Context: an optimization exercise on an open-source flow, tuned for small area, a short achievable clock period and few clock cycles per item. The choices shown serve that exercise and are no tape-out recipe. Function was checked by simulation only, so behaviour that the tests miss may differ from the original. Power and IR drop assume default switching activity.

[config.mk]
export PLATFORM = sky130hd
export DESIGN_NAME = kf_tss_check
export DESIGN_NICKNAME = kf_tss_check
export VERILOG_FILES = /design/flow/design.v
export SDC_FILE = /design/flow/constraint.sdc
export NUM_CORES = 4
export LEC_CHECK = 0
export CAP_MARGIN = 20
export CORE_MARGIN = 2
export CORE_UTILIZATION = 60
export PLACE_DENSITY = 0.7
export SETUP_SLACK_MARGIN = 4.5
export SLEW_MARGIN = 20
export SYNTH_HIERARCHICAL = 1
export SYNTH_MINIMUM_KEEP_SIZE = 0
export TNS_END_PERCENT = 5
[constraint.sdc]
create_clock -name core_clock -period 7.0 [get_ports {clk}]
set_input_delay 1.4000 -clock core_clock [delete_from_list [all_inputs] [get_ports {clk}]]
set_output_delay 1.4000 -clock core_clock [all_outputs]
set_load 0.01 [all_outputs]
[standard.sh]
#!/bin/bash
# synth_recipe.tcl (not shown) runs the flow's synth.tcl, then flattens the netlist and writes it again
# the make line also repeats each setting of config.mk as NAME=value (left out here)
make -C /OpenROAD-flow-scripts/flow DESIGN_CONFIG=/design/flow/config.mk WORK_HOME=/design/flow/orfs CLKGATE_MAP_FILE= SYNTH_SCRIPT=/design/flow/synth_recipe.tcl "${@:-finish}"
[design.v]
module kf_tss_check (
    input  wire         clk,
    input  wire         rst,
    input  wire         in_valid,
    output wire         in_ready,
    input  wire         in_seq_stopped,
    input  wire         in_pin_owned,
    input  wire [31:0]  in_period,
    input  wire [319:0] in_entry,
    output wire         out_valid,
    output wire [15:0]  out_status,
    output wire [3:0]   out_field
);
    assign in_ready = 1'b1;
    wire [31:0] off  [0:7];
    wire [15:0] slot [0:3];
    genvar g;
    generate
        for (g = 0; g < 8; g = g + 1) begin : g_off
            assign off[g] = in_entry[32*g +: 32];
        end
        for (g = 0; g < 4; g = g + 1) begin : g_slot
            assign slot[g] = in_entry[256 + 16*g +: 16];
        end
    endgenerate
    integer i, k;
    reg [1:0] pre;
    always @(*) begin
        if (!in_seq_stopped)        pre = 2'd1;
        else if (!in_pin_owned)     pre = 2'd2;
        else if (in_period == 32'd0) pre = 2'd3;
        else                        pre = 2'd0;
    end
    reg [3:0] slot_bad;
    always @(*) begin
        for (i = 0; i < 4; i = i + 1) begin
            slot_bad[i] = 1'b0;
            for (k = 0; k < 6; k = k + 1)
                if (slot[i][2*k +: 2] == 2'b11)
                    slot_bad[i] = 1'b1;
            if (slot[i][15:14] == 2'b11)
                slot_bad[i] = 1'b1;
            if (slot[i][13:12] == 2'b00 && slot[i][15:14] != 2'b00)
                slot_bad[i] = 1'b1;
        end
    end
    reg       c5_fail;
    reg [1:0] c5_slot;
    always @(*) begin
        c5_fail = 1'b0;
        c5_slot = 2'd0;
        for (i = 3; i >= 0; i = i - 1)
            if (slot_bad[i]) begin
                c5_fail = 1'b1;
                c5_slot = i[1:0];
            end
    end
    reg [2:0] early;
    always @(*)
        if (pre != 2'd0)  early = {1'b0, pre};
        else if (c5_fail) early = {1'b1, c5_slot};
        else              early = 3'd0;
    reg [5:0] fire [0:3];
    reg [3:0] stb2;
    always @(*) begin
        for (i = 0; i < 4; i = i + 1) begin
            for (k = 0; k < 6; k = k + 1)
                fire[i][k] = slot[i][2*k +: 2] != 2'b00;
            stb2[i] = slot[i][15:14] == 2'b01 || slot[i][15:14] == 2'b10;
        end
    end
    reg [7:0] used;
    always @(*) begin
        for (k = 0; k < 6; k = k + 1)
            used[k] = fire[0][k] | fire[1][k] | fire[2][k] | fire[3][k];
        used[6] = 1'b1;
        used[7] = |stb2;
    end
    wire [2:0] ge_p  [0:7];
    wire [2:0] far_p [0:7];
    generate
        for (g = 0; g < 8; g = g + 1) begin : g_ge
            kf_tss_ge_lo u_lo (.a(off[g][15:0]),  .b(in_period[15:0]),  .c(ge_p[g][0]));
            kf_tss_ge_hi u_hi (.a(off[g][31:16]), .b(in_period[31:16]), .g(ge_p[g][2]),
                               .p(ge_p[g][1]));
        end
    endgenerate
    kf_tss_far_lo10 u_far10_lo (.a(off[1][15:0]), .b(off[0][15:0]), .c(far_p[0][0]));
    kf_tss_far_lo10 u_far20_lo (.a(off[2][15:0]), .b(off[0][15:0]), .c(far_p[1][0]));
    kf_tss_far_lo10 u_far21_lo (.a(off[2][15:0]), .b(off[1][15:0]), .c(far_p[2][0]));
    kf_tss_far_lo10 u_far30_lo (.a(off[3][15:0]), .b(off[0][15:0]), .c(far_p[3][0]));
    kf_tss_far_lo10 u_far31_lo (.a(off[3][15:0]), .b(off[1][15:0]), .c(far_p[4][0]));
    kf_tss_far_lo10 u_far32_lo (.a(off[3][15:0]), .b(off[2][15:0]), .c(far_p[5][0]));
    kf_tss_far_lo11 u_far54_lo (.a(off[5][15:0]), .b(off[4][15:0]), .c(far_p[6][0]));
    kf_tss_far_lo10 u_far76_lo (.a(off[7][15:0]), .b(off[6][15:0]), .c(far_p[7][0]));
    kf_tss_far_hi u_far10_hi (.a(off[1][31:15]), .b(off[0][31:15]), .g(far_p[0][2]), .p(far_p[0][1]));
    kf_tss_far_hi u_far20_hi (.a(off[2][31:15]), .b(off[0][31:15]), .g(far_p[1][2]), .p(far_p[1][1]));
    kf_tss_far_hi u_far21_hi (.a(off[2][31:15]), .b(off[1][31:15]), .g(far_p[2][2]), .p(far_p[2][1]));
    kf_tss_far_hi u_far30_hi (.a(off[3][31:15]), .b(off[0][31:15]), .g(far_p[3][2]), .p(far_p[3][1]));
    kf_tss_far_hi u_far31_hi (.a(off[3][31:15]), .b(off[1][31:15]), .g(far_p[4][2]), .p(far_p[4][1]));
    kf_tss_far_hi u_far32_hi (.a(off[3][31:15]), .b(off[2][31:15]), .g(far_p[5][2]), .p(far_p[5][1]));
    kf_tss_far_hi u_far54_hi (.a(off[5][31:15]), .b(off[4][31:15]), .g(far_p[6][2]), .p(far_p[6][1]));
    kf_tss_far_hi u_far76_hi (.a(off[7][31:15]), .b(off[6][31:15]), .g(far_p[7][2]), .p(far_p[7][1]));
    wire en2 = (fire[0][4] & fire[0][5]) | (fire[1][4] & fire[1][5]) |
               (fire[2][4] & fire[2][5]) | (fire[3][4] & fire[3][5]);
    reg        s_valid;
    reg [2:0]  s_early;
    reg [2:0]  s_ge  [0:7];
    reg [1:0]  s_used_e;  
    reg        s_used_s1;  
    reg [2:0]  s_far [0:7];
    reg [3:0]  s_fire [0:3];
    reg        s_en2;
    always @(posedge clk) begin
        s_valid <= in_valid & ~rst;
        s_early <= early;
        s_used_e  <= used[5:4];
        s_used_s1 <= used[7];
        for (k = 0; k < 8; k = k + 1) begin
            s_ge[k]  <= ge_p[k];
            s_far[k] <= far_p[k];
        end
        for (i = 0; i < 4; i = i + 1)
            s_fire[i] <= fire[i][3:0];
        s_en2   <= en2;
    end
    reg [7:0] s_gek;     
    reg [7:0] s_near;    
    always @(*)
        for (k = 0; k < 8; k = k + 1) begin
            s_gek[k]  = s_ge[k][2] | (s_ge[k][1] & s_ge[k][0]);
            s_near[k] = !(s_far[k][2] | (s_far[k][1] & s_far[k][0]));
        end
    wire [3:0] s_used_d = s_fire[0] | s_fire[1] | s_fire[2] | s_fire[3];
    wire [7:0] s_c6 = {s_used_s1, 1'b1, s_used_e, s_used_d} & s_gek;
    reg [2:0] s_c7 [0:3];
    always @(*) begin
        for (i = 0; i < 4; i = i + 1) begin
            s_c7[i][0] = s_fire[i][1] & s_fire[i][0] & s_near[0];
            s_c7[i][1] = s_fire[i][2] & (s_fire[i][1] ? s_near[2] : s_fire[i][0] & s_near[1]);
            s_c7[i][2] = s_fire[i][3] & (s_fire[i][2] ? s_near[5] :
                                         s_fire[i][1] ? s_near[4] : s_fire[i][0] & s_near[3]);
        end
    end
    wire s_c8 = s_en2 & s_near[6];
    wire s_c9 = s_used_s1 & s_near[7];
    localparam [15:0] ST_OK                 = 16'h0000;
    localparam [15:0] ST_SLOT_CODE          = 16'h0106;
    localparam [15:0] ST_EDGE_BEYOND_PERIOD = 16'h0107;
    localparam [15:0] ST_EDGE_SPACING       = 16'h0108;
    localparam [15:0] ST_STROBE_ORDER       = 16'h0109;
    localparam [15:0] ST_SEQ_STATE          = 16'h0200;
    localparam [15:0] ST_PIN_UNASSIGNED     = 16'h0201;
    localparam [15:0] ST_PERIOD_EMPTY       = 16'h0202;
    localparam [3:0]  F_NONE                = 4'd15;
    reg       c6_fail;
    reg [2:0] c6_off;
    always @(*) begin
        c6_fail = 1'b0;
        c6_off  = 3'd0;
        for (k = 7; k >= 0; k = k - 1)
            if (s_c6[k]) begin
                c6_fail = 1'b1;
                c6_off  = k[2:0];
            end
    end
    reg       c7_fail;
    reg [1:0] c7_off;
    always @(*) begin
        c7_fail = 1'b0;
        c7_off  = 2'd0;
        for (i = 3; i >= 0; i = i - 1)
            if (s_c7[i] != 3'd0) begin
                c7_fail = 1'b1;
                c7_off  = s_c7[i][0] ? 2'd1 : s_c7[i][1] ? 2'd2 : 2'd3;
            end
    end
    reg [15:0] status;
    reg [3:0]  field;
    always @(*) begin
        if (s_early == 3'd1) begin
            status = ST_SEQ_STATE;          field = F_NONE;
        end else if (s_early == 3'd2) begin
            status = ST_PIN_UNASSIGNED;     field = F_NONE;
        end else if (s_early == 3'd3) begin
            status = ST_PERIOD_EMPTY;       field = F_NONE;
        end else if (s_early[2]) begin
            status = ST_SLOT_CODE;          field = {2'b10, s_early[1:0]};
        end else if (c6_fail) begin
            status = ST_EDGE_BEYOND_PERIOD; field = {1'b0, c6_off};
        end else if (c7_fail) begin
            status = ST_EDGE_SPACING;       field = {2'b00, c7_off};
        end else if (s_c8) begin
            status = ST_EDGE_SPACING;       field = 4'd5;
        end else if (s_c9) begin
            status = ST_STROBE_ORDER;       field = 4'd7;
        end else begin
            status = ST_OK;                 field = F_NONE;
        end
    end
    reg       o_valid;
    reg [5:0] o_status;    
    reg [3:0] o_field;
    always @(posedge clk) begin
        o_valid  <= s_valid & ~rst;
        o_status <= {status[9:8], status[3:0]};
        o_field  <= field;
    end
    assign out_valid  = o_valid;
    assign out_status = {6'd0, o_status[5:4], 4'd0, o_status[3:0]};
    assign out_field  = o_field;
endmodule
module kf_tss_ge_lo (
    input  wire [15:0] a,
    input  wire [15:0] b,
    output wire        c
);
    reg [15:0] G, P;
    integer s, j;
    always @(*) begin
        G = a & ~b;
        P = a | ~b;
        G[0] = P[0];
        for (s = 1; s < 16; s = s * 2)
            for (j = 0; j + s < 16; j = j + 2 * s) begin
                G[j] = G[j+s] | (P[j+s] & G[j]);
                P[j] = P[j+s] & P[j];
            end
    end
    assign c = G[0];
endmodule
module kf_tss_ge_hi (
    input  wire [15:0] a,
    input  wire [15:0] b,
    output wire        g,
    output wire        p
);
    reg [15:0] G, P;
    integer s, j;
    always @(*) begin
        G = a & ~b;
        P = a | ~b;
        for (s = 1; s < 16; s = s * 2)
            for (j = 0; j + s < 16; j = j + 2 * s) begin
                G[j] = G[j+s] | (P[j+s] & G[j]);
                P[j] = P[j+s] & P[j];
            end
    end
    assign g = G[0];
    assign p = P[0];
endmodule
module kf_tss_far_lo10 (
    input  wire [15:0] a,
    input  wire [15:0] b,
    output wire        c
);
    reg [15:0] G, P, S;
    reg        clo;
    integer s, j;
    always @(*) begin
        G = a & ~b;
        P = a | ~b;
        G[0] = P[0];
        for (s = 1; s < 10; s = s * 2)
            for (j = 0; j + s < 10; j = j + 2 * s) begin
                G[j] = G[j+s] | (P[j+s] & G[j]);
                P[j] = P[j+s] & P[j];
            end
        clo = (a[10] ^ b[10]) & G[0];
        for (j = 11; j < 16; j = j + 1) begin
            S[j] = a[j] ^ b[j];
            G[j] = (S[j] & a[j-1]) | (S[j] & ~b[j-1]);    
            P[j] = (S[j] | a[j-1]) | ~b[j-1];
        end
        for (s = 1; s < 16 - 11; s = s * 2)
            for (j = 11; j + s < 16; j = j + 2 * s) begin
                G[j] = G[j+s] | (P[j+s] & G[j]);
                P[j] = P[j+s] & P[j];
            end
    end
    assign c = G[11] | (P[11] & clo);
endmodule
module kf_tss_far_lo11 (
    input  wire [15:0] a,
    input  wire [15:0] b,
    output wire        c
);
    reg [15:0] G, P, S;
    reg        clo;
    integer s, j;
    always @(*) begin
        G = a & ~b;
        P = a | ~b;
        G[0] = P[0];
        for (s = 1; s < 11; s = s * 2)
            for (j = 0; j + s < 11; j = j + 2 * s) begin
                G[j] = G[j+s] | (P[j+s] & G[j]);
                P[j] = P[j+s] & P[j];
            end
        clo = (a[11] ^ b[11]) & G[0];
        for (j = 12; j < 16; j = j + 1) begin
            S[j] = a[j] ^ b[j];
            G[j] = (S[j] & a[j-1]) | (S[j] & ~b[j-1]);    
            P[j] = (S[j] | a[j-1]) | ~b[j-1];
        end
        for (s = 1; s < 16 - 12; s = s * 2)
            for (j = 12; j + s < 16; j = j + 2 * s) begin
                G[j] = G[j+s] | (P[j+s] & G[j]);
                P[j] = P[j+s] & P[j];
            end
    end
    assign c = G[12] | (P[12] & clo);
endmodule
module kf_tss_far_hi (
    input  wire [16:0] a,
    input  wire [16:0] b,
    output wire        g,
    output wire        p
);
    reg [16:0] S, G, P;
    integer s, j;
    always @(*) begin
        for (j = 0; j < 17; j = j + 1)
            S[j] = (j == 16) ? 1'b0 : a[j+1] ^ b[j+1];
        for (j = 0; j < 17; j = j + 1) begin
            G[j] = (S[j] & a[j]) | (S[j] & ~b[j]);
            P[j] = (S[j] | a[j]) | ~b[j];
        end
        for (s = 1; s < 17; s = s * 2)
            for (j = 0; j + s < 17; j = j + 2 * s) begin
                G[j] = G[j+s] | (P[j+s] & G[j]);
                P[j] = P[j+s] & P[j];
            end
    end
    assign g = G[0];
    assign p = P[0];
endmodule
[flow/run.sh]
#!/bin/bash
# The standard layout (standard.sh), with the ports buffered by the smallest buffer
# (sky130_fd_sc_hd__buf_1) instead of the one buffer_ports picks by default.
set -euo pipefail
export BUFFER_PORTS_ARGS="-buffer_cell sky130_fd_sc_hd__buf_1"
bash standard.sh > standard.log 2>&1
==> impl_metrics.py, run 1 <==
metrics = {
    "sta": {
        "setup_slack_ns": 4.411,
        "max_slew.worst_pin.slew_ns": 0.8597,
        "max_slew_margin": 0.4268,
        "tns_ns": 0,
        "hold_viol": 0,
        "rsz0062_at_grt": "yes",
        "fin_crit_ns": 2.589,
        "slew_violations": 0,
        "setup_viol": 0,
        "worst_clock_skew_ns": 0.008371,
        "post-route-period-util": 0.3699,
        "fmax_mhz": 386.2,
    },
    "place": {
        "gp_congestion": 0.9721,
        "dp_cells": 2813,
        "dpl_worst_slack_ns": 3.662,
        "port_buffers": 367,
        "hpwl_um": 43450,
    },
    "yosys": {
        "synth_ff_type": "dfxtp_1",
        "synth_cells": 2116,
        "ys_ff_latch": 83,
        "synth-edff-count": 0,
        "ys_warn_count": 22,
        "ys_types": 83,
        "synth_area_mm2": 0.01554,
        "async_flop_share": 0,
        "seq_area_frac_synth": 0.1069,
        "synth_area_per_cell_um2": 7.344,
    },
    "route": {
        "dr.pass1.iters": 7,
        "viasPerCell": 6.445,
        "antenna_left": 0,
        "vias": 18410,
        "routed_wl_um": 55960,
        "drc": 0,
        "drt-wirelength-per-cell_um": 19.59,
        "drt_iter0_drc": 1955,
    },
    "clocking": {
        "clk_pin_slew_ns": 0.07,
        "numCtsBuffers": 9,
        "cts_buffer_depth": 2,
        "clk_latency_ns": 0.35,
        "clock-sinks": 83,
        "ctsHoldBuffers": 0,
        "cts_tree": "yes",
        "cts-root-buf": "clkbuf_16",
        "htree_levels": 3,
    },
    "critical_path": {
        "path_max_fanout": 7,
        "critical_path_buf_inv_count": 1,
        "crit_chain": "buf_2, xnor2_1, o21ai_0, o21a_1, a221o_1, a31oi_1, o22ai_1",
        "crit_path_end_kind": "register",
        "slowest_delay_ns": 0.30,
        "cp_data_required_time_ns": 7.22,
        "critPathTopFamily": "compound AO/OA/AOI/OAI gates",
        "start_kind": "input port",
        "cpMaxStageDelayCell": "xnor2_1",
        "crit_type": "input port to register",
        "worstPathArrival_ns": 2.81,
    },
    "global_route": {
        "grt_pass1_wl_um": 83020,
        "grt-ovfl-total": 0,
        "grt_pass1_vias": 16730,
        "track_usage": 0.3803,
        "antenna_found_initial": 2,
        "grt_max_degree": 26,
    },
    "run_status": {
        "status": "finished clean",
    },
    "flow_run": {
        "drv_cap": 0,
    },
    "cells_and_area": {
        "area_delta_synth_final_pct": 18.79,
        "fin_util": 0.7289,
        "final-instance-count-excl-fill": 2857,
        "final_common_cell": "inv_1",
        "layout.nets": 2893,
        "final_cell_mix": "270 x inv_1, 243 x buf_1, 142 x nand2b_1",
        "drive_gt1_frac": 0.1739,
    },
    "floorplan": {
        "die_y_um": 164.9,
        "rows": 58,
        "die_x_um": 164.9,
        "start_util": 0.6136,
        "ios": 379,
        "die-area_mm2": 0.02720,
        "core_mm2": 0.02533,
    },
    "power": {
        "total_power_w": 0.002243,
        "p_per_area_mw_per_mm2": 121.5,
        "ir_worst_vdd_v": 0.0001232,
        "p_leak_nw": 7.443,
    },
    "min_path": {
        "holdCritPathClass": "register to register",
    },
}
-- metrics by stage --
stage	hold WS (ns)	instance area, um^2
2_1_floorplan	0.4138	15570
3_3_place_gp	0.4230	17300
3_5_place_dp	0.4368	17300
4_1_cts	0.4568	17840
5_1_grt	0.4677	18460
6_report	0.4523	18460
-- cells by family (layout without fill, tap and decap cells) --
| kind of cell | after synthesis | after routing | share of synthesized area |
|---|---|---|---|
| XOR/XNOR | 118 | 118 | 0.06651 |
| AND/OR/NAND/NOR | 685 | 685 | 0.2709 |
| adder cells (fa/ha/maj) | 98 | 98 | 0.06787 |
| flip-flops | 83 | 83 | 0.1069 |
| other | 2 | 13 | 0.0004833 |
| buffers and inverters | 375 | 775 | 0.09324 |
| AO/OA/AOI/OAI | 730 | 730 | 0.3779 |
| multiplexers | 25 | 25 | 0.01610 |
-- synth_stat cells, types with 17 or more instances --
master | number | share of area
inv_1 | 273 | 0.066
nand2b_1 | 142 | 0.057
nor2b_1 | 130 | 0.052
nor2_1 | 121 | 0.029
o21ai_0 | 105 | 0.034
xnor2_1 | 88 | 0.050
a21oi_1 | 83 | 0.027
dfxtp_1 | 83 | 0.11
nand2_1 | 71 | 0.017
maj3_1 | 55 | 0.035
o22ai_1 | 52 | 0.021
inv_2 | 49 | 0.012
a222oi_1 | 43 | 0.028
clkinv_1 | 40 | 0.0097
a22oi_1 | 31 | 0.015
nand4_1 | 30 | 0.012
xor2_1 | 30 | 0.017
o211ai_1 | 29 | 0.014
a21boi_0 | 28 | 0.014
a31oi_1 | 28 | 0.011
maj3_2 | 27 | 0.020
mux2i_1 | 25 | 0.016
o2111ai_1 | 25 | 0.014
and2b_1 | 23 | 0.011
nand3_1 | 21 | 0.0068
nor3_1 | 19 | 0.0061
a2bb2oi_1 | 18 | 0.010
a32oi_1 | 17 | 0.0096
o21a_1 | 17 | 0.0082
o221ai_1 | 17 | 0.0096
or2b_1 | 17 | 0.0082
-- routing by layer --
| metal | GRT usage | share of wire |
|---|---|---|
| met4 | 0.1664 | 0.041 |
| met1 | 0.4789 | 0.41 |
| met3 | 0.05927 | 0.093 |
| met2 | 0.6415 | 0.46 |
| met5 | 0 | 0.00023 |
-- registers in the layout, indices dropped and copies added (netlist names) --
| signal | flops |
|---|---|
| s_en2 | 1 |
| o_field | 4 |
| o_status | 6 |
| s_used_s1 | 1 |
| s_used_e | 2 |
| s_fire | 16 |
| s_far | 24 |
| s_ge | 24 |
| s_early | 3 |
| s_valid | 1 |
| o_valid | 1 |
-- per-module statistics from Yosys (local to each module, per instance) --
module / cells / cell area, um^2 / copies in the design / flip-flops and latches
kf_tss_check: 311 / 3154 / 1 / 83
kf_tss_far_lo10: 54 / 360.3 / 7 / 0
kf_tss_far_hi: 78 / 566.8 / 8 / 0
kf_tss_far_lo11: 51 / 364.1 / 1 / 0
kf_tss_ge_lo: 43 / 310.3 / 8 / 0
kf_tss_ge_hi: 51 / 310.3 / 8 / 0
-- final cells by class --
cell class,count,area (um^2)
Timing Repair Buffer,397,1921
Multi-Input combinational cell,1667,12810
Inverter,362,1359
Clock buffer,9,225.2
Antenna cell,2,5.005
Tap cell,330,412.9
Fill cell,2170,6867
Sequential cell,83,1662
Clock inverter,7,66.31
-- timing repair --
item	4_1_cts	5_1_grt
buffers inserted	8	16
gates resized for setup	96	167
pin swaps	12	46
gates cloned	0	2
hold endpoints to repair	0	0
setup endpoints to repair	47	49
-- power by group --
group,switching (W),internal (W)
clock,0.000228,0.000251
combinational,0.000705,0.000505
sequential,0.0000340,0.000521
-- final timing paths --
kind                                               end  cells past startpoint                  from  slack [ns]
worst max-delay path               s_far[5][2]$_DFF_P_                      7         in_entry[119]        4.41
worst min-delay path                   o_valid$_DFF_P_                      1       s_valid$_DFF_P_        0.45
worst max register to register  o_status[4]$_SDFF_PP0_                      5  s_fire[0][2]$_DFF_P_        4.69
worst min register to register         o_valid$_DFF_P_                      1       s_valid$_DFF_P_        0.45
Testbench counts, summed over its fixed seeds: cycles 24,016, items 24,000.
==> run 2, diff against run 1 <==
--- a/config.mk
+++ b/config.mk
@@ -11,3 +11,3 @@
 export PLACE_DENSITY = 0.7
-export SETUP_SLACK_MARGIN = 4.5
+export SETUP_SLACK_MARGIN = 4.3
 export SLEW_MARGIN = 20
==> impl_metrics.py, run 2 <==
metrics = {
    "yosys": {
        "synth-edff-count": 0,
        "yosys.area.top_type": "dfxtp_1",
        "synthTopCellsByCount": "273 x inv_1, 142 x nand2b_1, 130 x nor2b_1",
        "ys_types": 83,
        "ys_top_cells_by_area": "dfxtp_1 11%, inv_1 6.6%, nand2b_1 5.7%",
        "synth_top_area_frac": 0.1069,
        "synth_cells": 2116,
        "synth_area_per_cell_um2": 7.344,
        "seq_area_frac_synth": 0.1069,
        "synth_area_mm2": 0.01554,
        "synth_ff_type": "dfxtp_1",
        "ys_warn_count": 22,
        "synthMostInstantiatedCell": "inv_1",
        "async_flop_share": 0,
        "ys_ff_latch": 83,
    },
    "route": {
        "dr.pass1.iters": 7,
        "routed_wl_um": 54760,
        "antenna_left": 0,
        "viasPerCell": 6.397,
        "drc": 0,
        "vias": 18160,
        "drt_iter0_drc": 1864,
        "drt-wirelength-per-cell_um": 19.29,
    },
    "critical_path": {
        "r2r_start": "s_fire[0][3]$_DFF_P_",
        "rrSetupSlack_ns": 4.65,
        "crit_path_end_kind": "register",
        "r2r_cells": 5,
        "worstPathArrival_ns": 2.95,
        "timing.rr.end": "o_status[0]$_SDFF_PP0_",
        "crit_type": "input port to register",
        "start_kind": "input port",
        "cp_data_required_time_ns": 7.24,
        "path_max_fanout": 8,
    },
    "power": {
        "p_leak_nw": 7.076,
        "ir_worst_vdd_v": 0.0001076,
        "total_power_w": 0.002183,
        "p_per_area_mw_per_mm2": 122.6,
    },
    "min_path": {
        "min_to": "o_valid$_DFF_P_",
        "holdCritPathClass": "register to register",
        "worstHoldStart": "s_valid$_DFF_P_",
        "hold_depth": 1,
    },
    "place": {
        "port_buffers": 367,
        "hpwl_um": 43510,
        "dpl_worst_slack_ns": 3.631,
        "gp_congestion": 0.9762,
    },
    "sta": {
        "post-route-period-util": 0.3884,
        "worst_clock_skew_ns": 0.008922,
        "max_slew_margin": 0.3856,
        "rsz0062_at_grt": "yes",
        "tns_ns": 0,
        "fin_crit_ns": 2.719,
        "setup_viol": 0,
        "hold_viol": 0,
        "setup_slack_ns": 4.281,
        "max_slew.worst_pin.slew_ns": 0.9217,
        "slew_violations": 0,
        "fmax_mhz": 367.8,
    },
    "global_route": {
        "use_met3": 0.06730,
        "grt_util_met1": 0.4960,
        "grt_pass1_vias": 16560,
        "grt_pass1_wl_um": 84020,
        "antenna_found_initial": 2,
        "grt_max_degree": 26,
        "grt-ovfl-total": 0,
        "grt-busiest-layer": "met2",
        "use_met2": 0.6415,
        "track_usage": 0.3846,
    },
    "cells_and_area": {
        "layout.nets": 2875,
        "drive_gt1_frac": 0.1264,
        "reg.largest.list": "s_far: 24 flops, s_ge: 24 flops, s_fire: 16 flops",
        "final_cell_mix": "308 x buf_1, 273 x inv_1, 142 x nand2b_1",
        "fillers": 2225,
        "final_common_cell": "buf_1",
        "area_delta_synth_final_pct": 14.60,
    },
    "floorplan": {
        "start_util": 0.6136,
        "rows": 58,
        "core_mm2": 0.02533,
        "die_x_um": 164.9,
        "die-area_mm2": 0.02720,
        "die_y_um": 164.9,
        "ios": 379,
    },
    "flow_run": {
        "drv_cap": 0,
    },
    "clocking": {
        "htree_levels": 3,
        "clk_latency_ns": 0.36,
        "clock-sinks": 83,
        "cts_buffer_depth": 2,
        "numCtsBuffers": 9,
        "clk_pin_slew_ns": 0.08,
        "cts-root-buf": "clkbuf_16",
        "cts_tree": "yes",
    },
    "run_status": {
        "status": "finished clean",
    },
}
-- run 2: final cells by class --
class | count | area, um^2 | share of cell area
diodes | 1 | 2.502 | 0.0001405
clock buffers | 9 | 225.2 | 0.01265
clock inverters | 7 | 63.81 | 0.003583
inverters | 362 | 1359 | 0.07630
multi-input cells | 1667 | 12520 | 0.7032
flip-flops and latches | 83 | 1662 | 0.09330
well taps | 330 | 412.9 | 0.02319
repair buffers | 379 | 1560 | 0.08761
-- run 2: critical path, stage by stage --
cell and delay (ns):
buf_1 0.41, nor2b_1 0.30, a32oi_1 0.15, o2111ai_1 0.15, nand2b_1 0.14, a21boi_0 0.28, o22ai_1 0.13
-- run 2: Yosys stat by module (local to each module, per instance) --
module | flip-flops and latches | cells | copies in the design | area (um^2)
kf_tss_check | 83 | 311 | 1 | 3154
kf_tss_far_hi | 0 | 78 | 8 | 566.8
kf_tss_far_lo11 | 0 | 51 | 1 | 364.1
kf_tss_far_lo10 | 0 | 54 | 7 | 360.3
kf_tss_ge_hi | 0 | 51 | 8 | 310.3
kf_tss_ge_lo | 0 | 43 | 8 | 310.3
-- run 2: cells by family after synthesis --
| group | synth area share |
|---|---|
| AO/OA/AOI/OAI | 0.3779 |
| AND/OR/NAND/NOR | 0.2709 |
| buffers and inverters | 0.09324 |
| XOR/XNOR | 0.06651 |
| adder cells (fa/ha/maj) | 0.06787 |
| flip-flops | 0.1069 |
| multiplexers | 0.01610 |
| other | 0.0004833 |
-- run 2: worst max path at each step --
stage / from / endpoint / slack, ns / cells after the start
final: in_entry[25] / s_far[3][2]$_DFF_P_ / 4.28 / 7
after global routing: in_period[2] / s_ge[0][0]$_DFF_P_ / 4.26 / 6
after detailed placement: in_entry[126] / s_ge[3][1]$_DFF_P_ / 3.63 / 6
after CTS: in_period[23] / s_ge[1][2]$_DFF_P_ / 4.21 / 5
after global placement: in_entry[94] / s_ge[2][1]$_DFF_P_ / 3.72 / 6
after floorplan: in_entry[168] / s_far[6][0]$_DFF_P_ / 4.48 / 5
-- run 2: per-layer routing --
metal,share of wire,vias up
met1,0.41,8422
met4,0.030,2
met3,0.10,127
met2,0.46,971
met5,0.00024,-
li1,-,8634
-- run 2: power by group --
| part | internal [W] | total, W | switching, W |
|---|---|---|---|
| clock | 0.000250 | 0.000477 | 0.000227 |
| combinational | 0.000466 | 0.00115 | 0.000684 |
| sequential | 0.000521 | 0.000556 | 0.0000352 |
-- run 2: what timing repair did --
item	4_1_cts	5_1_grt
endpoints found under the setup margin	32	47
buffers inserted	6	2
pin swaps	6	6
cloned	0	0
gates resized for setup	9	81
hold buffers	0	0
-- run 2: metrics by stage --
stage          hold WS, ns  cells  utilization  area (um^2)
4_1_cts             0.4541   2835       0.6973        17660
2_1_floorplan       0.4138   2125            -        15570
5_1_grt             0.4670   2837       0.7030        17810
3_3_place_gp        0.4211   2813       0.6832        17300
3_5_place_dp        0.4386   2813       0.6832        17300
6_report            0.4490   2838       0.7031        17810
==> run 3, diff against run 2 <==
--- a/config.mk
+++ b/config.mk
@@ -11,3 +11,3 @@
 export PLACE_DENSITY = 0.7
-export SETUP_SLACK_MARGIN = 4.3
+export SETUP_SLACK_MARGIN = 5
 export SLEW_MARGIN = 20
==> impl_metrics.py, run 3 <==
metrics = {
    "run_status": {
        "status": "finished clean",
    },
    "power": {
        "intPower_w": 0.001312,
        "swShare": 0.4265,
        "p_leak_nw": 7.772,
        "p_seq_frac": 0.243,
        "p_switching_w": 0.0009754,
        "combPwrFrac": 0.549,
        "ir_worst_vdd_v": 0.0001085,
        "clkPwrFrac": 0.209,
        "p_per_area_mw_per_mm2": 119.9,
    },
    "floorplan": {
        "rows": 58,
        "die_x_um": 164.9,
        "core_mm2": 0.02533,
        "ios": 379,
        "die-area_mm2": 0.02720,
        "die_y_um": 164.9,
        "start_util": 0.6136,
    },
    "critical_path": {
        "start_kind": "input port",
        "crit_type": "input port to register",
        "path_max_fanout": 7,
        "cpMaxStageDelayCell": "nor2b_1",
        "r2r_start": "s_fire[0][3]$_DFF_P_",
        "r2r_cells": 5,
        "crit_chain": "buf_4, nor2b_1, o22a_1, o211ai_1, a21boi_2, o22ai_1",
        "crit_path_end_kind": "register",
        "timing.rr.end": "o_field[1]$_SDFF_PP1_",
        "cp_data_required_time_ns": 7.24,
        "slowest_delay_ns": 0.42,
        "worstPathArrival_ns": 2.75,
        "rrSetupSlack_ns": 4.69,
    },
    "yosys": {
        "synth_top_area_frac": 0.1069,
        "synthTopCellsByCount": "273 x inv_1, 142 x nand2b_1, 130 x nor2b_1",
        "seq_area_frac_synth": 0.1069,
        "async_flop_share": 0,
        "synth_ff_type": "dfxtp_1",
        "synth-edff-count": 0,
        "ys_ff_latch": 83,
        "ys_top_cells_by_area": "dfxtp_1 11%, inv_1 6.6%, nand2b_1 5.7%",
        "ys_types": 83,
        "synth_cells": 2116,
        "synth_area_mm2": 0.01554,
        "synthMostInstantiatedCell": "inv_1",
        "ys_warn_count": 22,
        "yosys.area.top_type": "dfxtp_1",
        "synth_area_per_cell_um2": 7.344,
    },
    "place": {
        "dpl_worst_slack_ns": 3.668,
        "gp_congestion": 0.9811,
        "port_buffers": 367,
        "hpwl_um": 43130,
        "dp_cells": 2812,
    },
    "sta": {
        "setup_viol": 0,
        "hold_viol": 0,
        "worst_clock_skew_ns": 0.01305,
        "post-route-period-util": 0.3584,
        "slew_violations": 0,
        "tns_ns": 0,
        "fmax_mhz": 398.6,
        "max_slew.worst_pin.slew_ns": 0.8063,
        "setup_slack_ns": 4.491,
        "fin_crit_ns": 2.509,
        "max_slew_margin": 0.4624,
        "rsz0062_at_grt": "yes",
    },
    "global_route": {
        "grt_max_degree": 26,
        "grt_pass1_wl_um": 85050,
        "grt_pass1_vias": 16990,
        "grt-ovfl-total": 0,
        "antenna_found_initial": 2,
        "track_usage": 0.3873,
    },
    "clocking": {
        "numCtsBuffers": 9,
        "htree_levels": 3,
        "cts-root-buf": "clkbuf_16",
        "cts_buffer_depth": 2,
        "cts_tree": "yes",
        "clk_pin_slew_ns": 0.07,
        "clock-sinks": 83,
        "clk_latency_ns": 0.36,
    },
    "cells_and_area": {
        "diodes": 0,
        "area_delta_synth_final_pct": 22.78,
        "fillers": 2086,
        "final_common_cell": "inv_1",
        "drive_gt1_frac": 0.2064,
        "reg.largest.list": "s_far: 24 flops, s_ge: 24 flops, s_fire: 16 flops",
        "final-instance-count-excl-fill": 2874,
        "layout.nets": 2912,
        "final_cell_mix": "264 x inv_1, 213 x buf_1, 141 x nand2b_1",
    },
    "min_path": {
        "holdCritPathClass": "register to register",
        "min_to": "o_valid$_DFF_P_",
        "hold_depth": 1,
        "worstHoldStart": "s_valid$_DFF_P_",
    },
    "route": {
        "dr.pass1.iters": 9,
        "antenna_left": 0,
        "drt-wirelength-per-cell_um": 19.41,
        "drt_iter0_drc": 1734,
        "viasPerCell": 6.435,
        "drc": 0,
        "vias": 18490,
        "routed_wl_um": 55780,
    },
    "flow_run": {
        "drv_cap": 0,
    },
}
-- run 3: cell counts after synthesis --
No cell type changed its count.
-- run 3: cells by family after synthesis --
family	after synthesis	synth area share
AOI/OAI and AO/OA	730	0.3779
and+or+nand+nor	685	0.2709
buffers and inverters	375	0.09324
xor gates and xnor gates	118	0.06651
adders and majority gates	98	0.06787
DFF	83	0.1069
muxes	25	0.01610
other	2	0.0004833
-- run 3: through the flow --
| step | power, W | area [um^2] | hold slack (ns) | utilization |
|---|---|---|---|---|
| after detailed placement | 0.001675 | 17420 | 0.4280 | 0.6877 |
| final | 0.002287 | 19080 | 0.4428 | 0.7533 |
| after CTS | 0.002227 | 18670 | 0.4449 | 0.7371 |
| after global routing | 0.002415 | 19080 | 0.4676 | 0.7533 |
| after global placement | 0.001646 | 17420 | 0.4245 | 0.6877 |
| after floorplan | 0.001257 | 15690 | 0.4138 | - |
-- run 3: worst max-delay path, delay by kind of cell --
family | cells | cell delay [ns]
compound gates | 4 | 0.75
buf+inv | 1 | 0.17
simple gates | 1 | 0.42
-- run 3: per-module statistics from Yosys, one instance, submodules excluded --
module           cells inside  times used  flops+latches
kf_tss_far_lo10            54           7              0
kf_tss_far_lo11            51           1              0
kf_tss_check              311           1             83
kf_tss_ge_lo               43           8              0
kf_tss_far_hi              78           8              0
kf_tss_ge_hi               51           8              0
-- run 3: area by class of cell --
| cell class | count | area [um^2] | area share |
|---|---|---|---|
| clock inverter | 7 | 71.32 | 0.003738 |
| inverter | 362 | 1371 | 0.07187 |
| clock buffer | 9 | 225.2 | 0.01180 |
| multi-input combinational | 1667 | 12990 | 0.6810 |
| sequential | 83 | 1662 | 0.08709 |
| tap | 330 | 412.9 | 0.02164 |
| timing repair buffer | 416 | 2345 | 0.1229 |
-- run 3: timing repair --
item	CTS	global route
gates resized for setup	254	120
pin swaps	46	36
hold buffers	0	0
cloned	3	0
endpoints found under the setup margin	71	71
setup buffers	34	9
-- run 3: worst max-delay path by stage --
stage,startpoint,endpoint,slack (ns),cells after the start
finish,in_entry[91],s_far[5][2]$_DFF_P_,4.49,6
global route,in_entry[53],s_far[2][2]$_DFF_P_,4.45,7
CTS,in_entry[26],s_far[3][2]$_DFF_P_,4.55,7
detailed placement,in_entry[30],s_ge[0][1]$_DFF_P_,3.67,6
global placement,in_entry[53],s_far[2][2]$_DFF_P_,3.67,7
floorplan,in_entry[168],s_far[6][0]$_DFF_P_,4.53,5
-- run 3: layer usage --
metal  wire [um]  GRT usage  share of wire  vias to the layer above
met5          34          0        0.00061                        -
met1       22430     0.4777           0.40                     8618
met4        2237     0.1688          0.040                        4
met3        4916    0.06630          0.088                      172
li1            -          -              -                     8716
met2       26160     0.6618           0.47                      983
-- run 3: power by group through the flow --
stage | clock (W) | combinational [W] | sequential, W
final | 0.000477 | 0.00125 | 0.000555
after detailed placement | 0 | 0.00111 | 0.000563
after global placement | 0 | 0.00108 | 0.000563
after floorplan | 0 | 0.000709 | 0.000549
after global routing | 0.000502 | 0.00136 | 0.000557
after CTS | 0.000483 | 0.00119 | 0.000553
==> run 4, diff against run 3 <==
--- a/config.mk
+++ b/config.mk
@@ -11,3 +11,3 @@
 export PLACE_DENSITY = 0.7
-export SETUP_SLACK_MARGIN = 5
+export SETUP_SLACK_MARGIN = 4.8
 export SLEW_MARGIN = 20
==> impl_metrics.py, run 4 <==
metrics = {
    "yosys": {
        "synth_compound_area_frac": 0.3779,
        "seq_area_frac_synth": 0.1069,
        "synth_area_mm2": 0.01554,
        "ys_top_cells_by_area": "dfxtp_1 11%, inv_1 6.6%, nand2b_1 5.7%",
        "synth_cells": 2116,
        "async_flop_share": 0,
        "synthTopCellsByCount": "273 x inv_1, 142 x nand2b_1, 130 x nor2b_1",
        "yosys.area.top_type": "dfxtp_1",
        "synth_top_area_frac": 0.1069,
        "synth_area_per_cell_um2": 7.344,
        "synth_top_family_by_area": "compound AO/OA/AOI/OAI gates",
        "synthAdderAreaFrac": 0.06787,
        "yosys.area_share.simple": 0.2709,
        "ys_types": 83,
        "ys_warn_count": 22,
        "synthMuxAreaShare": 0.01610,
        "synth-edff-count": 0,
        "synth_xor_area_frac": 0.06651,
        "ys_ff_latch": 83,
        "synthMostInstantiatedCell": "inv_1",
        "synth_ff_type": "dfxtp_1",
    },
    "clocking": {
        "clk_pin_slew_ns": 0.07,
        "cts-root-buf": "clkbuf_16",
        "numCtsBuffers": 9,
        "cts_tree": "yes",
        "clock-sinks": 83,
        "cts_buffer_depth": 2,
        "clk_latency_ns": 0.36,
        "htree_levels": 3,
    },
    "sta": {
        "setup_viol": 0,
        "slew_violations": 0,
        "tns_ns": 0,
        "rsz0062_at_grt": "yes",
        "fmax_mhz": 398.6,
        "fin_crit_ns": 2.509,
        "holdWs_ns": 0.4428,
        "post-route-period-util": 0.3584,
        "worst_clock_skew_ns": 0.01305,
        "max_slew_margin": 0.4624,
        "max_slew.worst_pin.slew_ns": 0.8063,
        "hold_viol": 0,
    },
    "route": {
        "drt-wirelength-per-cell_um": 19.41,
        "dr.pass1.iters": 9,
        "viasPerCell": 6.435,
        "antenna_left": 0,
        "drc": 0,
        "routed_wl_um": 55780,
        "vias": 18490,
        "drt_iter0_drc": 1734,
    },
    "global_route": {
        "grt_util_met1": 0.4777,
        "grt-busiest-layer": "met2",
        "track_usage": 0.3873,
        "use_met3": 0.06630,
        "grt_max_degree": 26,
        "use_met2": 0.6618,
        "grt_pass1_wl_um": 85050,
        "grt_pass1_vias": 16990,
        "antenna_found_initial": 2,
        "grt-ovfl-total": 0,
    },
    "power": {
        "intPower_w": 0.001312,
        "p_leak_nw": 7.772,
        "swShare": 0.4265,
        "p_per_area_mw_per_mm2": 119.9,
        "p_switching_w": 0.0009754,
        "combPwrFrac": 0.549,
        "total_power_w": 0.002287,
        "clkPwrFrac": 0.209,
        "p_seq_frac": 0.243,
        "ir_worst_vdd_v": 0.0001085,
    },
    "floorplan": {
        "die-area_mm2": 0.02720,
        "ios": 379,
        "die_y_um": 164.9,
        "core_mm2": 0.02533,
        "rows": 58,
        "start_util": 0.6136,
        "die_x_um": 164.9,
    },
    "cells_and_area": {
        "final_common_cell": "inv_1",
        "fillers": 2086,
        "reg.largest.list": "s_far: 24 flops, s_ge: 24 flops, s_fire: 16 flops",
        "final_cell_mix": "264 x inv_1, 213 x buf_1, 141 x nand2b_1",
        "drive_gt1_frac": 0.2064,
        "area_delta_synth_final_pct": 22.78,
        "layout.nets": 2912,
        "diodes": 0,
    },
    "critical_path": {
        "worstPathArrival_ns": 2.75,
        "critical_path_buf_inv_count": 1,
        "rrSetupSlack_ns": 4.69,
        "r2r_start": "s_fire[0][3]$_DFF_P_",
        "crit_chain": "buf_4, nor2b_1, o22a_1, o211ai_1, a21boi_2, o22ai_1",
        "path_depth": 6,
        "crit_type": "input port to register",
        "crit_path_end_kind": "register",
        "cp-endpoint": "s_far[5][2]$_DFF_P_",
        "critPathTopFamily": "compound AO/OA/AOI/OAI gates",
        "critical_path.startpoint": "in_entry[91]",
        "r2r_cells": 5,
        "timing.rr.end": "o_field[1]$_SDFF_PP1_",
        "start_kind": "input port",
        "cp_data_required_time_ns": 7.24,
        "cpMaxStageDelayCell": "nor2b_1",
        "path_max_fanout": 7,
        "slowest_delay_ns": 0.42,
    },
    "place": {
        "hpwl_um": 43130,
        "port_buffers": 367,
        "gp_congestion": 0.9811,
    },
    "min_path": {
        "holdCritPathClass": "register to register",
    },
    "run_status": {
        "status": "finished clean",
    },
    "flow_run": {
        "drv_cap": 0,
    },
}
## run 4: worst min-delay path by stage
| stage | from | endpoint | slack (ns) | cells past startpoint |
|---|---|---|---|---|
| 3_5_place_dp | s_valid$_DFF_P_ | o_valid$_DFF_P_ | 0.43 | 1 |
| 4_1_cts | s_valid$_DFF_P_ | o_valid$_DFF_P_ | 0.44 | 1 |
| 6_report | s_valid$_DFF_P_ | o_valid$_DFF_P_ | 0.44 | 1 |
| 2_1_floorplan | s_valid$_DFF_P_ | o_valid$_DFF_P_ | 0.41 | 1 |
| 3_3_place_gp | s_valid$_DFF_P_ | o_valid$_DFF_P_ | 0.42 | 1 |
| 5_1_grt | s_valid$_DFF_P_ | o_valid$_DFF_P_ | 0.47 | 1 |
## run 4: kinds of logic (layout without fill, tap and decap cells)
family                     Yosys count  in the layout
and+or+nand+nor                    685            685
xor gates and xnor gates           118            118
other                                2             11
buffers and inverters              375            794
AOI/OAI and AO/OA                  730            730
adders and majority gates           98             98
muxes                               25             25
DFF                                 83             83
## run 4: cell type report
type	count	area, um^2	area share
inverter	362	1371	0.07187
sequential	83	1662	0.08709
clock inverter	7	71.32	0.003738
tap	330	412.9	0.02164
timing repair buffer	416	2345	0.1229
multi-input combinational	1667	12990	0.6810
clock buffer	9	225.2	0.01180
## run 4: Yosys stat by module, one instance, submodules excluded
module | area (um^2) | times used | cells | flip-flops and latches
kf_tss_check | 3154 | 1 | 311 | 83
kf_tss_far_lo10 | 360.3 | 7 | 54 | 0
kf_tss_far_lo11 | 364.1 | 1 | 51 | 0
kf_tss_ge_hi | 310.3 | 8 | 51 | 0
kf_tss_far_hi | 566.8 | 8 | 78 | 0
kf_tss_ge_lo | 310.3 | 8 | 43 | 0
## run 4: timing repair
| item | in CTS | in global routing |
|---|---|---|
| resized for setup | 254 | 120 |
| cloned | 3 | 0 |
| endpoints found under the setup margin | 66 | 68 |
| hold buffers | 0 | 0 |
| setup buffers | 34 | 9 |
| pin swaps | 46 | 36 |
## run 4: metrics by stage
stage / instance area (um^2) / utilization / setup WS (ns) / cells
2_1_floorplan: 15690 / - / 4.526 / 2125
3_3_place_gp: 17420 / 0.6877 / 3.672 / 2812
3_5_place_dp: 17420 / 0.6877 / 3.668 / 2812
4_1_cts: 18670 / 0.7371 / 4.549 / 2865
5_1_grt: 19080 / 0.7533 / 4.449 / 2874
6_report: 19080 / 0.7533 / 4.491 / 2874
## run 4: power by group through the flow
stage | sequential, W | combinational (W) | clock, W
final | 0.000555 | 0.00125 | 0.000477
after floorplan | 0.000549 | 0.000709 | 0
after CTS | 0.000553 | 0.00119 | 0.000483
after global placement | 0.000563 | 0.00108 | 0
after detailed placement | 0.000563 | 0.00111 | 0
after global routing | 0.000557 | 0.00136 | 0.000502
## run 4: per-layer routing
layer | part of all wire | wire (um)
met5 | 0.00061 | 34
met1 | 0.40 | 22430
met4 | 0.040 | 2237
met3 | 0.088 | 4916
met2 | 0.47 | 26160
==> run 5, diff against run 4 <==
--- a/config.mk
+++ b/config.mk
@@ -10,2 +10,3 @@
 export CORE_UTILIZATION = 60
+export CTS_BUF_LIST = sky130_fd_sc_hd__clkbuf_8
 export PLACE_DENSITY = 0.7
==> impl_metrics.py, run 5 <==
metrics = {
    "run_status": {
        "status": "finished clean",
    },
    "min_path": {
        "holdCritPathClass": "register to register",
        "hold_depth": 1,
    },
    "power": {
        "clkPwrFrac": 0.162,
        "p_per_area_mw_per_mm2": 114.1,
        "swShare": 0.4455,
        "p_switching_w": 0.0009589,
        "intPower_w": 0.001193,
        "p_leak_nw": 7.674,
        "p_seq_frac": 0.258,
        "ir_worst_vdd_v": 0.00007295,
        "combPwrFrac": 0.580,
    },
    "critical_path": {
        "slowest_delay_ns": 0.32,
        "crit_chain": "buf_1, nor2b_1, a222oi_1, o21ai_0, a31oi_2, o211ai_2",
        "start_kind": "input port",
        "cpMaxStageDelayCell": "buf_1",
        "path_max_fanout": 8,
        "critical_path_buf_inv_count": 1,
        "worstPathArrival_ns": 2.69,
        "r2r_cells": 5,
        "crit_type": "input port to register",
        "critPathTopFamily": "compound AO/OA/AOI/OAI gates",
        "crit_path_end_kind": "register",
        "cp_data_required_time_ns": 7.22,
        "path_depth": 6,
    },
    "route": {
        "viasPerCell": 6.497,
        "antenna_left": 0,
        "drt-wirelength-per-cell_um": 19.53,
        "dr.pass1.iters": 6,
        "drc": 0,
        "drt_iter0_drc": 1933,
        "routed_wl_um": 56150,
        "vias": 18680,
    },
    "yosys": {
        "synth_ff_type": "dfxtp_1",
        "ys_top_cells_by_area": "dfxtp_1 11%, inv_1 6.6%, nand2b_1 5.7%",
        "synth-edff-count": 0,
        "yosys.area.top_type": "dfxtp_1",
        "ys_types": 83,
        "synthMostInstantiatedCell": "inv_1",
        "ys_warn_count": 22,
        "seq_area_frac_synth": 0.1069,
        "synth_top_area_frac": 0.1069,
        "synth_cells": 2116,
        "synth_area_mm2": 0.01554,
        "synth_area_per_cell_um2": 7.344,
        "ys_ff_latch": 83,
        "async_flop_share": 0,
        "synthTopCellsByCount": "273 x inv_1, 142 x nand2b_1, 130 x nor2b_1",
    },
    "global_route": {
        "track_usage": 0.3854,
        "grt_max_degree": 26,
        "grt_pass1_wl_um": 84800,
        "grt_pass1_vias": 16960,
        "grt-ovfl-total": 0,
        "antenna_found_initial": 2,
    },
    "clocking": {
        "cts_tree": "yes",
        "numCtsBuffers": 9,
        "clock-sinks": 83,
        "cts_buffer_depth": 2,
        "clk_latency_ns": 0.39,
        "htree_levels": 3,
        "clk_pin_slew_ns": 0.10,
        "cts-root-buf": "clkbuf_8",
    },
    "sta": {
        "post-route-period-util": 0.3519,
        "slew_violations": 0,
        "fin_crit_ns": 2.463,
        "max_slew_margin": 0.4768,
        "max_slew.worst_pin.slew_ns": 0.7848,
        "tns_ns": 0,
        "setup_viol": 0,
        "hold_viol": 0,
        "rsz0062_at_grt": "yes",
        "fmax_mhz": 406.0,
        "worst_clock_skew_ns": 0.01226,
    },
    "cells_and_area": {
        "layout.nets": 2913,
        "drive_gt1_frac": 0.1972,
        "reg.largest.list": "s_far: 24 flops, s_ge: 24 flops, s_fire: 16 flops",
        "fillers": 2125,
        "area_delta_synth_final_pct": 21.42,
        "diodes": 0,
        "final_common_cell": "inv_1",
        "fin_util": 0.7450,
        "regArea_mm2": 0.001662,
        "multi_input_area_mm2": 0.01294,
        "final_cell_mix": "267 x inv_1, 222 x buf_1, 142 x nand2b_1",
    },
    "floorplan": {
        "die-area_mm2": 0.02720,
        "start_util": 0.6136,
        "die_x_um": 164.9,
        "rows": 58,
        "ios": 379,
        "core_mm2": 0.02533,
        "die_y_um": 164.9,
    },
    "place": {
        "hpwl_um": 43130,
        "port_buffers": 367,
        "gp_congestion": 0.9811,
    },
    "flow_run": {
        "drv_cap": 0,
    },
}
run 5: stage by stage:
stage | cell area (um^2) | hold WS, ns | power (W) | std cells | setup WS (ns)
final | 18870 | 0.4494 | 0.002152 | 2875 | 4.537
after global routing | 18870 | 0.4733 | 0.002278 | 2875 | 4.459
after CTS | 18500 | 0.4524 | 0.002094 | 2864 | 4.585
after detailed placement | 17420 | 0.4280 | 0.001675 | 2812 | 3.668
after global placement | 17420 | 0.4245 | 0.001646 | 2812 | 3.672
after floorplan | 15690 | 0.4138 | 0.001257 | 2125 | 4.526
run 5: cells by family after synthesis:
group,share of synthesized area
compound gates,0.3779
simple gates,0.2709
buf+inv,0.09324
xor+xnor,0.06651
fa+ha+maj,0.06787
flops,0.1069
mux,0.01610
other cells,0.0004833
run 5: path summary, 6_finish.rpt:
path                             start               endpoint  slack [ns]
setup / recovery           in_entry[6]    s_far[1][0]$_DFF_P_        4.54
hold / removal         s_valid$_DFF_P_        o_valid$_DFF_P_        0.45
setup reg to reg  s_fire[0][2]$_DFF_P_  o_field[1]$_SDFF_PP1_        4.66
hold reg to reg        s_valid$_DFF_P_        o_valid$_DFF_P_        0.45
run 5: modules after synthesis (local to each module, per instance):
module,flip-flops and latches,area (um^2)
kf_tss_far_hi,0,566.8
kf_tss_far_lo11,0,364.1
kf_tss_far_lo10,0,360.3
kf_tss_ge_hi,0,310.3
kf_tss_check,83,3154
kf_tss_ge_lo,0,310.3
run 5: area by class of cell:
| type | instances | area share |
|---|---|---|
| Timing Repair Buffer | 417 | 0.1212 |
| Tap cell | 330 | 0.02188 |
| Clock buffer | 9 | 0.006565 |
| Multi-Input combinational cell | 1667 | 0.6860 |
| Inverter | 362 | 0.07255 |
| Sequential cell | 83 | 0.08806 |
| Clock inverter | 7 | 0.003780 |
run 5: worst reg2reg max path: stages (launching register included):
cell	delay, ns
dfxtp_1	0.39
or4_4	0.54
a222oi_1	0.57
nand4b_2	0.31
a211oi_1	0.30
o211ai_1	0.12
run 5: power by group through the flow:
stage                     Sequential [W]  Clock [W]  Combinational [W]
final                           0.000555   0.000349            0.00125
after global routing            0.000557   0.000373            0.00135
after CTS                       0.000552   0.000354            0.00119
after detailed placement        0.000563          0            0.00111
after global placement          0.000563          0            0.00108
after floorplan                 0.000549          0           0.000709
run 5: metal layers:
| metal | vias up | global-route usage | wire, um |
|---|---|---|---|
| li1 | 8711 | - | - |
| met1 | 8762 | 0.4800 | 22280 |
| met2 | 1029 | 0.6605 | 26620 |
| met3 | 173 | 0.06404 | 5198 |
| met4 | 4 | 0.1545 | 2023 |
| met5 | - | 0 | 24 |
run 5: what timing repair did:
item	in CTS	in global routing
pin swaps	44	34
endpoints found under the setup margin	66	67
hold buffers	0	0
cloned	2	1
gates resized for setup	242	82
buffers inserted	34	10

port drivers added, routing unchanged:
The flow's constraints put no driver on any port. The routed layouts listed below were extracted and timed again, unchanged, in two steps.
Step 1 (the two cells are an assumption about what drives the block):
set clk [get_ports {clk}]
set_driving_cell -lib_cell sky130_fd_sc_hd__clkbuf_16 $clk
set_driving_cell -lib_cell sky130_fd_sc_hd__buf_2 [delete_from_list [all_inputs] $clk]
Step 2, shift: input delay + t, output delay - t, t = (earliest + latest rising clock arrival at the registers) / 2. This alone moves slack from input paths to output paths.
Three values: no drivers, after step 1, after step 2; two values: the first two.
run | t, ns | setup slack, ns | clock arrival spread, ns | worst data-port slew with drivers (ns) | cell pins on the clock port's net
run 1 | 0.399 | 4.411 / 4.418 / 4.019 | 0.011 / 0.011 | 0.12 | 1
run 2 | 0.398 | 4.281 / 4.306 / 3.908 | 0.012 / 0.013 | 0.08 | 1
run 3 | 0.397 | 4.491 / 4.450 / 4.054 | 0.013 / 0.013 | 0.16 | 1
run 4 | 0.397 | 4.491 / 4.450 / 4.054 | 0.013 / 0.013 | 0.16 | 1
run 5 | 0.424 | 4.537 / 4.467 / 4.043 | 0.013 / 0.012 | 0.15 | 1
After both steps setup and hold are still met in every run listed. For run 5, which loses most, drivers alone change the setup slack by -0.070 ns; drivers and shift together by -0.494 ns.
